Context: an optimization exercise on an open-source flow, tuned for small area, a short achievable clock period and few clock cycles per item. The choices shown serve that exercise and are no tape-out recipe.
Function was checked by simulation only, so behaviour that the tests miss may differ from the original.

## run 1
## sgl_flit_rx
module sgl_flit_rx (
  input  wire        clk,
  input  wire        rst,            
  input  wire        in_valid,
  input  wire [63:0] in_data,        
  output wire        in_ready,
  output wire        out_valid,
  output wire [63:0] out_data,       
  output wire        out_last,       
  output wire        out_pass,       
  output wire        out_fec_ok,     
  output wire [2:0]  out_corr,       
  output wire [23:0] out_corr_pos    
);
clock: 14.0 ns
lec_check: 0
cap_margin: 20
core_margin: 2
core_utilization: 40
slew_margin: 20
standard.sh (not shown) runs the stock make flow with config.mk's settings and CLKGATE_MAP_FILE= SYNTH_SCRIPT=/design/flow/synth_recipe.tcl, a recipe that flattens the netlist after the stock synthesis.
==> flow/flow/run.sh <==
#!/bin/bash
# The standard ORFS layout (standard.sh), with three changes to how the
# layout is made (the SDC, clock period and all constraints are unchanged):
#  - ports are buffered with buf_4 instead of the buffer ORFS picks,
#  - CTS inserts no dummy loads,
#  - repair_timing works towards a setup slack margin of 9.5 ns.
# The full make output goes to standard.log; ORFS's per-step logs are under
# orfs/logs.
set -euo pipefail
export BUFFER_PORTS_ARGS="-buffer_cell sky130_fd_sc_hd__buf_2"
export CTS_ARGS="-sink_clustering_enable -repair_clock_nets -dont_use_dummy_load -sink_clustering_size 30 -sink_clustering_max_diameter 60"
export SETUP_SLACK_MARGIN=9.3
bash standard.sh > standard.log 2>&1
Testbench counts of run 1, summed over its fixed seeds: cycles 16,648, flits 512.
Modified inputs, run 2 compared to run 1
Settings: CORE_UTILIZATION: 40 -> 62.
==> flow/flow/run.sh <==
#!/bin/bash
# The standard ORFS layout (standard.sh), with three changes to how the
# layout is made (the SDC, clock period and all constraints are unchanged):
#  - ports are buffered with buf_2 instead of the buffer ORFS picks,
#  - CTS clusters up to 30 sinks within 60 um and inserts no dummy loads,
#  - repair_timing works towards a setup slack margin of 9.9 ns.
# The full make output goes to standard.log; ORFS's per-step logs are under
# orfs/logs.
set -euo pipefail
export BUFFER_PORTS_ARGS="-buffer_cell sky130_fd_sc_hd__buf_2"
export CTS_ARGS="-sink_clustering_enable -repair_clock_nets -dont_use_dummy_load -sink_clustering_size 30 -sink_clustering_max_diameter 60 -balance_levels"
export SETUP_SLACK_MARGIN=9.9
bash standard.sh > standard.log 2>&1
--- outcome ---
Note that the floorplan row count recorded for run 1 amounts to 1.2 times the value seen in run 2.
The run with more routed wire is run 2, not run 1.
Sort run 2 and run 1 by flop-to-flop setup slack, ascending, and run 1 comes first.
Side by side, number of inserted diodes turned out lower in run 2 than in run 1.
Synthesis-to-layout area growth, run 2 and run 1: higher on run 1
Looking at global-route wire length before repair across run 2 and run 1, the one that comes out lower is run 1.
Of run 2 and run 1, the run reporting the higher biggest cell delay along the critical path was run 1.
Run 2 vs run 1, clock tree buffer count of the final layout went down by about 16%.
Row cell area: run 2 lower / run 1 higher
Here is what was changed in the inputs of run 3 compared with run 2.
Settings: CAP_MARGIN now 0, was 20; SLEW_MARGIN now 0, was 20.
-- flow/flow/run.sh --
<<< run 2, line 11
export CTS_ARGS="-sink_clustering_enable -repair_clock_nets -dont_use_dummy_load -sink_clustering_size 30 -sink_clustering_max_diameter 60 -balance_levels"
>>> run 3, line 11
export CTS_ARGS="-sink_clustering_enable -repair_clock_nets -dont_use_dummy_load -sink_clustering_size 30 -sink_clustering_max_diameter 60"
==> run summary <==
- Run 2 -> run 3: buffer and inverter count on the worst path delta 0, exact match
- Run 2 completed; timing, DRC and antenna clean
- Run 3 has completed all stages; timing, DRC and antenna checks passed.
- met1 layer wirelength in the final routing was lower in run 2 than in run 3.
- On sequential share of layout area, run 2 and run 3 are neck and neck.
- When run 3 is set beside run 2, its via count turns out to be 182 larger.
- Against run 2, total of cells resized after clock tree synthesis in run 3 rose by a little under 10%.
- The lower global-route wire length before repair of run 2 and run 3 is in run 2.
- On total wirelength of the detailed-routed design, the lower figure sits with run 2, not run 3.
- ~same area of the multi-input gates in run 2 and run 3
- Final standard cell utilization of the core of run 3 is on par with run 2.


sgl_flit_rx, a different RTL version from the one above (not shown whole).
For scale: roughly 4900 cells after synthesis, about 160 I/O pins, ~71000 µm² of cells after synthesis.
// sgl_flit_rx
module sgl_flit_rx (
  input  wire        clk,
  input  wire        rst,            
  input  wire        in_valid,
  input  wire [63:0] in_data,        
  output wire        in_ready,
  output wire        out_valid,
  output wire [63:0] out_data,       
  output wire        out_last,       
  output wire        out_pass,       
  output wire        out_fec_ok,     
  output wire [2:0]  out_corr,       
  output wire [23:0] out_corr_pos    
);
make LEC_CHECK=0 ABC_CLOCK_PERIOD_IN_PS=3000 CAP_MARGIN=20 CORE_MARGIN=2 CORE_UTILIZATION=40 SLEW_MARGIN=20 finish   # period 14.0 ns
run.sh (not shown) runs the stock make flow with config.mk's settings and CLKGATE_MAP_FILE= SYNTH_SCRIPT=/design/flow/synth_recipe.tcl, a recipe that flattens the netlist after the stock synthesis.
Stock flow here: none of the scripts above is used.
Testbench counts at the start, summed over its fixed seeds: cycles 16,648, flits 512.
==> next run, changes <==
ABC_CLOCK_PERIOD_IN_PS = unset   (was 3000)
Outcome: The new run completed with no timing, DRC or antenna violations; worst hold slack is unchanged; final area stays the same; area after synthesis is unchanged; first-iteration DRC count is unchanged; synthesized cell count is unchanged; count of clock-buffer cells in the layout is unchanged.
==> next run, changes <==
CAP_MARGIN = 80   (was 20)
SLEW_MARGIN = 80   (was 20)
Fmax is higher by 3.8%.
Wire length is higher by 2.4%.
Worst setup slack gains 0.19 ns.
Utilization is higher by 5.0 points.
Die area does not change.
Critical path depth is lower by 8.
First-iteration DRC count is higher by 3.6%.


sgl_flit_rx, a different RTL version from the one above (not shown whole).
For scale: about 5300 cells after synthesis, ~2400 flip-flops, about 160 I/O pins, about 72000 um^2 of cells after synthesis.
export LEC_CHECK = 0
export CAP_MARGIN = 20
export CORE_MARGIN = 2
export CORE_UTILIZATION = 40
export SLEW_MARGIN = 20
create_clock -name core_clock -period 14.0 [get_ports {clk}]
standard.sh (not shown) runs the stock make flow with config.mk's settings and CLKGATE_MAP_FILE= SYNTH_SCRIPT=/design/flow/synth_recipe.tcl, a recipe that flattens the netlist after the stock synthesis.
==> flow/flow/run.sh <==
#!/bin/bash
# The standard ORFS layout (standard.sh), with three changes to how the
# layout is made (the SDC, clock period and all constraints are unchanged):
#  - ports are buffered with buf_4 instead of the buffer ORFS picks,
#  - CTS inserts no dummy loads,
#  - repair_timing works towards a setup slack margin of 9.5 ns.
# The full make output goes to standard.log; ORFS's per-step logs are under
# orfs/logs.
set -euo pipefail
export BUFFER_PORTS_ARGS="-buffer_cell sky130_fd_sc_hd__buf_4"
export CTS_ARGS="-sink_clustering_enable -repair_clock_nets -dont_use_dummy_load"
export SETUP_SLACK_MARGIN=9.5
bash standard.sh > standard.log 2>&1
Testbench counts at the start, summed over its fixed seeds: cycles 16,648, flits 512.
Next try:
==> flow/flow/run.sh (replaced) <==
#!/bin/bash
# Standard ORFS layout with stronger port buffers and no CTS dummy loads.
set -euo pipefail
export BUFFER_PORTS_ARGS="-buffer_cell sky130_fd_sc_hd__buf_4"
export CTS_ARGS="-sink_clustering_enable -repair_clock_nets -dont_use_dummy_load"
bash standard.sh > standard.log 2>&1
Worst setup slack gets worse by 0.43 ns.
Cell count barely changes.
Routed wire length is lower by 0.87%.
Die area does not change.
Core utilization hardly moves.
Sequential share of layout area barely changes.
Worst hold slack gets worse by 0.0098 ns.
Via count is about the same.
Next try:
--- a/flow/flow/run.sh
+++ b/flow/flow/run.sh
@@ -4,3 +4,4 @@
 export BUFFER_PORTS_ARGS="-buffer_cell sky130_fd_sc_hd__buf_4"
 export CTS_ARGS="-sink_clustering_enable -repair_clock_nets -dont_use_dummy_load"
+export SETUP_SLACK_MARGIN=9.5
 bash standard.sh > standard.log 2>&1
Outcome: Via count is about the same. Die area does not change. Synthesized cell count stays the same. Global-route usage came out higher by 0.15 points. Clock-buffer cell count came out lower by 1. First-iteration DRC count came out higher slightly. Non-clock buffer count came out lower by 1. Sequential share of layout area barely changes. Wire length came out higher slightly.


## v26
sgl_flit_rx with an RTL version that a note above also has.
Size: about 4900 cells after synthesis, roughly 2400 flip-flops, about 160 I/O pins, about 69000 sq um of cells after synthesis.
// sgl_flit_rx
module sgl_flit_rx (
  input  wire        clk,
  input  wire        rst,            
  input  wire        in_valid,
  input  wire [63:0] in_data,        
  output wire        in_ready,
  output wire        out_valid,
  output wire [63:0] out_data,       
  output wire        out_last,       
  output wire        out_pass,       
  output wire        out_fec_ok,     
  output wire [2:0]  out_corr,       
  output wire [23:0] out_corr_pos    
);
Settings: LEC_CHECK=0, CAP_MARGIN=20, CORE_MARGIN=2, CORE_UTILIZATION=62, SLEW_MARGIN=20; clock period 14.0 ns.
==> flow/flow/run.sh <==
#!/bin/bash
# The standard ORFS layout (standard.sh), with three changes to how the
# layout is made (the SDC, clock period and all constraints are unchanged):
#  - ports are buffered with buf_2 instead of the buffer ORFS picks,
#  - CTS clusters up to 30 sinks within 60 um and inserts no dummy loads,
#  - repair_timing works towards a setup slack margin of 9.9 ns.
# The full make output goes to standard.log; ORFS's per-step logs are under
# orfs/logs.
set -euo pipefail
export BUFFER_PORTS_ARGS="-buffer_cell sky130_fd_sc_hd__buf_2"
export CTS_ARGS="-sink_clustering_enable -repair_clock_nets -dont_use_dummy_load -root_buf sky130_fd_sc_hd__clkbuf_16 -buf_list {sky130_fd_sc_hd__clkbuf_4 sky130_fd_sc_hd__clkbuf_8 sky130_fd_sc_hd__clkbuf_16} -sink_clustering_size 16 -sink_clustering_max_diameter 40"
export SETUP_SLACK_MARGIN=9.9
bash standard.sh > standard.log 2>&1
Testbench counts of v26, summed over its fixed seeds: cycles 16,648, flits 512.
### v26 -> v14
- CORE_UTILIZATION: 62 -> 50
==> flow/flow/run.sh <==
#!/bin/bash
# The standard ORFS layout (standard.sh), with three changes to how the
# layout is made (the SDC, clock period and all constraints are unchanged):
#  - ports are buffered with buf_4 instead of the buffer ORFS picks,
#  - CTS inserts no dummy loads,
#  - repair_timing works towards a setup slack margin of 9.5 ns.
# The full make output goes to standard.log; ORFS's per-step logs are under
# orfs/logs.
set -euo pipefail
export BUFFER_PORTS_ARGS="-buffer_cell sky130_fd_sc_hd__buf_2"
export CTS_ARGS="-sink_clustering_enable -repair_clock_nets -dont_use_dummy_load -sink_clustering_size 30 -sink_clustering_max_diameter 60"
export SETUP_SLACK_MARGIN=9.6
bash standard.sh > standard.log 2>&1
Notes after the runs:
Going from v26 to v14, the design area was found to have gone down by 2000 sq um. Count of clock buffers in the final design (higher): v26. Floorplan check, v14 vs v26: die outline larger in v14. v26 -> v14: overall die height increased by more than 10%.
Here is what was changed in the inputs of v55 compared with v14.
- swapping 50 for 58 in CORE_UTILIZATION
diff --git a/flow/flow/run.sh b/flow/flow/run.sh
--- a/flow/flow/run.sh
+++ b/flow/flow/run.sh
@@ -10,4 +10,4 @@
 export BUFFER_PORTS_ARGS="-buffer_cell sky130_fd_sc_hd__buf_2"
 export CTS_ARGS="-sink_clustering_enable -repair_clock_nets -dont_use_dummy_load -sink_clustering_size 30 -sink_clustering_max_diameter 60"
-export SETUP_SLACK_MARGIN=9.6
+export SETUP_SLACK_MARGIN=9.7
 bash standard.sh > standard.log 2>&1
[summary]
Taking v14 as the reference, in v55 maximum achievable frequency has increased, post-route fraction of the period consumed by the critical path lost 0.86 points.
The area growth from synthesis to layout reported for v55 is smaller than that of v14 by 0.71 points.
Against v14, v55 reports a later-pin clock latency in the skew report that is lower.
In v55, total detailed-routing wirelength is higher than in v14.
Clock buffer count of v55 falls short of that of v14 by a few percent.
Modified inputs, v21 compared to v55
- swapping 58 for 50 in CORE_UTILIZATION
diff --git a/flow/flow/run.sh b/flow/flow/run.sh
--- a/flow/flow/run.sh
+++ b/flow/flow/run.sh
@@ -10,4 +10,4 @@
 export BUFFER_PORTS_ARGS="-buffer_cell sky130_fd_sc_hd__buf_2"
 export CTS_ARGS="-sink_clustering_enable -repair_clock_nets -dont_use_dummy_load -sink_clustering_size 30 -sink_clustering_max_diameter 60"
-export SETUP_SLACK_MARGIN=9.7
+export SETUP_SLACK_MARGIN=9.8
 bash standard.sh > standard.log 2>&1
Results
Cmp v21 vs v55: minimum clock period higher in v21
Between v55 and v21, the flow reports clock buffer count increasing by a few percent.
v21 vs. v55: first-pass GRT wire length shows a reduction of 2.1%, number of cells in the finished layout apart from fillers shows an increase of 3.3%.
Final worst setup slack: v21 and v55 compared, higher one is v55
Arrival time of the worst setup path (v21 over v55): increase, 0.12 ns
## Diff of input files: v42 against v21
- swapping 50 for 62 in CORE_UTILIZATION
diff --git a/flow/flow/run.sh b/flow/flow/run.sh
--- a/flow/flow/run.sh
+++ b/flow/flow/run.sh
@@ -10,4 +10,4 @@
 export BUFFER_PORTS_ARGS="-buffer_cell sky130_fd_sc_hd__buf_2"
 export CTS_ARGS="-sink_clustering_enable -repair_clock_nets -dont_use_dummy_load -sink_clustering_size 30 -sink_clustering_max_diameter 60"
-export SETUP_SLACK_MARGIN=9.8
+export SETUP_SLACK_MARGIN=9.9
 bash standard.sh > standard.log 2>&1
Critical path depth: v21 vs v42 identical
v42 falls short of v21 in wire length.
Measured against each other, v21 and v42 differ in sequential fraction of total cell area, the lower figure coming from v21.
[compare] base=v21 new=v42: via count picked up an extra 1395; overall track demand over capacity in global routing higher; worst setup slack grew by 0.12 ns.
Fraction of the mapped netlist area in compound gates: v42 vs v21 identical


Starting RTL as in the previous note.
export LEC_CHECK = 0
export CAP_MARGIN = 20
export CORE_MARGIN = 2
export CORE_UTILIZATION = 62
export SLEW_MARGIN = 20
create_clock -name core_clock -period 14.0 [get_ports {clk}]
==> flow/flow/run.sh <==
#!/bin/bash
# The standard ORFS layout (standard.sh), with three changes to how the
# layout is made (the SDC, clock period and all constraints are unchanged):
#  - ports are buffered with buf_2 instead of the buffer ORFS picks,
#  - CTS clusters up to 30 sinks within 60 um and inserts no dummy loads,
#  - repair_timing works towards a setup slack margin of 9.9 ns.
# The full make output goes to standard.log; ORFS's per-step logs are under
# orfs/logs.
set -euo pipefail
export BUFFER_PORTS_ARGS="-buffer_cell sky130_fd_sc_hd__buf_2"
export CTS_ARGS="-sink_clustering_enable -repair_clock_nets -dont_use_dummy_load -sink_clustering_size 30 -sink_clustering_max_diameter 60"
export SETUP_SLACK_MARGIN=9.9
bash standard.sh > standard.log 2>&1
Testbench counts at the start, summed over its fixed seeds: cycles 16,648, flits 512.
Next try:
--- a/flow/flow/run.sh
+++ b/flow/flow/run.sh
@@ -4,3 +4,3 @@
-#  - ports are buffered with buf_2 instead of the buffer ORFS picks,
-#  - CTS clusters up to 30 sinks within 60 um and inserts no dummy loads,
-#  - repair_timing works towards a setup slack margin of 9.9 ns.
+#  - ports are buffered with buf_4 instead of the buffer ORFS picks,
+#  - CTS inserts no dummy loads,
+#  - repair_timing works towards a setup slack margin of 9.5 ns.
@@ -12 +12 @@
-export SETUP_SLACK_MARGIN=9.9
+export SETUP_SLACK_MARGIN=9.6
- CORE_UTILIZATION: 62 -> 40
Effect: Fmax decreases by about 6.6%; count of clock-buffer cells in the layout increases by 19; die area increases by 54%; setup slack loses 0.30 ns; first-iteration DRC count decreases by about 15%; via count decreases by about 4%; global-route usage decreases by 12 points; non-clock buffer count decreases by 9; core utilization decreases by 24 points.


RTL: one of the versions met above, not the one the previous note started from.
Size in the first run: about 2400 flip-flops.
export LEC_CHECK = 0
export CAP_MARGIN = 20
export CORE_MARGIN = 2
export CORE_UTILIZATION = 40
export SLEW_MARGIN = 20
create_clock -name core_clock -period 14.0 [get_ports {clk}]
run.sh (not shown) runs the stock make flow with config.mk's settings and CLKGATE_MAP_FILE= SYNTH_SCRIPT=/design/flow/synth_recipe.tcl, a recipe that flattens the netlist after the stock synthesis.
Stock flow here: none of the scripts above is used.
Testbench counts at the start, summed over its fixed seeds: cycles 16,648, flits 512.
Next try:
==> flow/flow/run.sh (new file) <==
#!/bin/bash
# The standard ORFS layout (standard.sh), with three changes to how the
# layout is made (the SDC, clock period and all constraints are unchanged):
#  - ports are buffered with buf_4 instead of the buffer ORFS picks,
#  - CTS inserts no dummy loads,
#  - repair_timing works towards a setup slack margin of 9.5 ns.
# The full make output goes to standard.log; ORFS's per-step logs are under
# orfs/logs.
set -euo pipefail
export BUFFER_PORTS_ARGS="-buffer_cell sky130_fd_sc_hd__buf_4"
export CTS_ARGS="-sink_clustering_enable -repair_clock_nets -dont_use_dummy_load -root_buf sky130_fd_sc_hd__clkbuf_16 -buf_list sky130_fd_sc_hd__clkbuf_8 -sink_clustering_size 20"
export SETUP_SLACK_MARGIN=10.2
bash standard.sh > standard.log 2>&1
==> flow/standard.sh (new file) <==
#!/bin/bash
# synth_recipe.tcl (not shown) runs the flow's synth.tcl, then flattens the netlist and writes it again
# the make line also repeats each setting of config.mk as NAME=value (left out here)
make -C /OpenROAD-flow-scripts/flow DESIGN_CONFIG=/design/flow/config.mk WORK_HOME=/design/flow/orfs CLKGATE_MAP_FILE= SYNTH_SCRIPT=/design/flow/synth_recipe.tcl "${@:-finish}"
removed: flow/run.sh
Outcome:
- via count came out higher by 1.7%
- first-iteration DRC count came out lower by 8.2%
- routed wire length barely changes
- clock skew came out higher by 0.016 ns
- sequential share of layout area came out higher by 0.81 points
- worst setup slack gains 0.71 ns

afterwards: timing with drivers on the ports:
The flow's constraints put no driver on any port. The routed layouts listed below were extracted and timed again, unchanged, in two steps. Step 1 assumes that a clkbuf_16 drives the clock port and a buf_2 every other input. Step 2, shift: input delay + t, output delay - t, t = (earliest + latest rising clock arrival at the registers) / 2. This alone moves slack from input paths to output paths. Slacks: ideal / step 1 / step 2; pairs: ideal / step 1.
run	shift t [ns]	setup WS [ns]	worst setup path at the end
run 1	0.841	9.526 / 9.449 / 8.852	input to register
run 2	0.773	9.759 / 9.684 / 9.409	input to register
run 3	0.772	9.744 / 9.666 / 9.359	input to register
the first run of note 2	0.923	8.894 / 8.901 / 7.978	input to register
the second run of note 2	0.923	8.894 / 8.901 / 7.978	input to register
the third run of note 2	0.922	9.082 / 9.000 / 8.594	input to register
the first run of note 3	0.877	9.628 / 9.549 / 9.239	input to register
the second run of note 3	0.898	9.197 / 9.197 / 8.953	input to register
the third run of note 3	0.877	9.628 / 9.549 / 9.239	input to register
v26	0.856	9.681 / 9.601 / 9.190	input to register
v14	0.805	9.641 / 9.559 / 9.061	input to register
v55	0.795	9.762 / 9.686 / 9.090	input to register
v21	0.787	9.638 / 9.562 / 9.289	input to register
v42	0.773	9.759 / 9.684 / 9.409	input to register
the first run of note 5	0.773	9.759 / 9.684 / 9.409	input to register
the second run of note 5	0.840	9.461 / 9.380 / 9.051	input to register
the first run of note 6	0.921	8.931 / 8.856 / 8.884	input to register
the second run of note 6	0.904	9.644 / 9.563 / 9.565	input to register
After both steps every run listed still meets setup and hold.
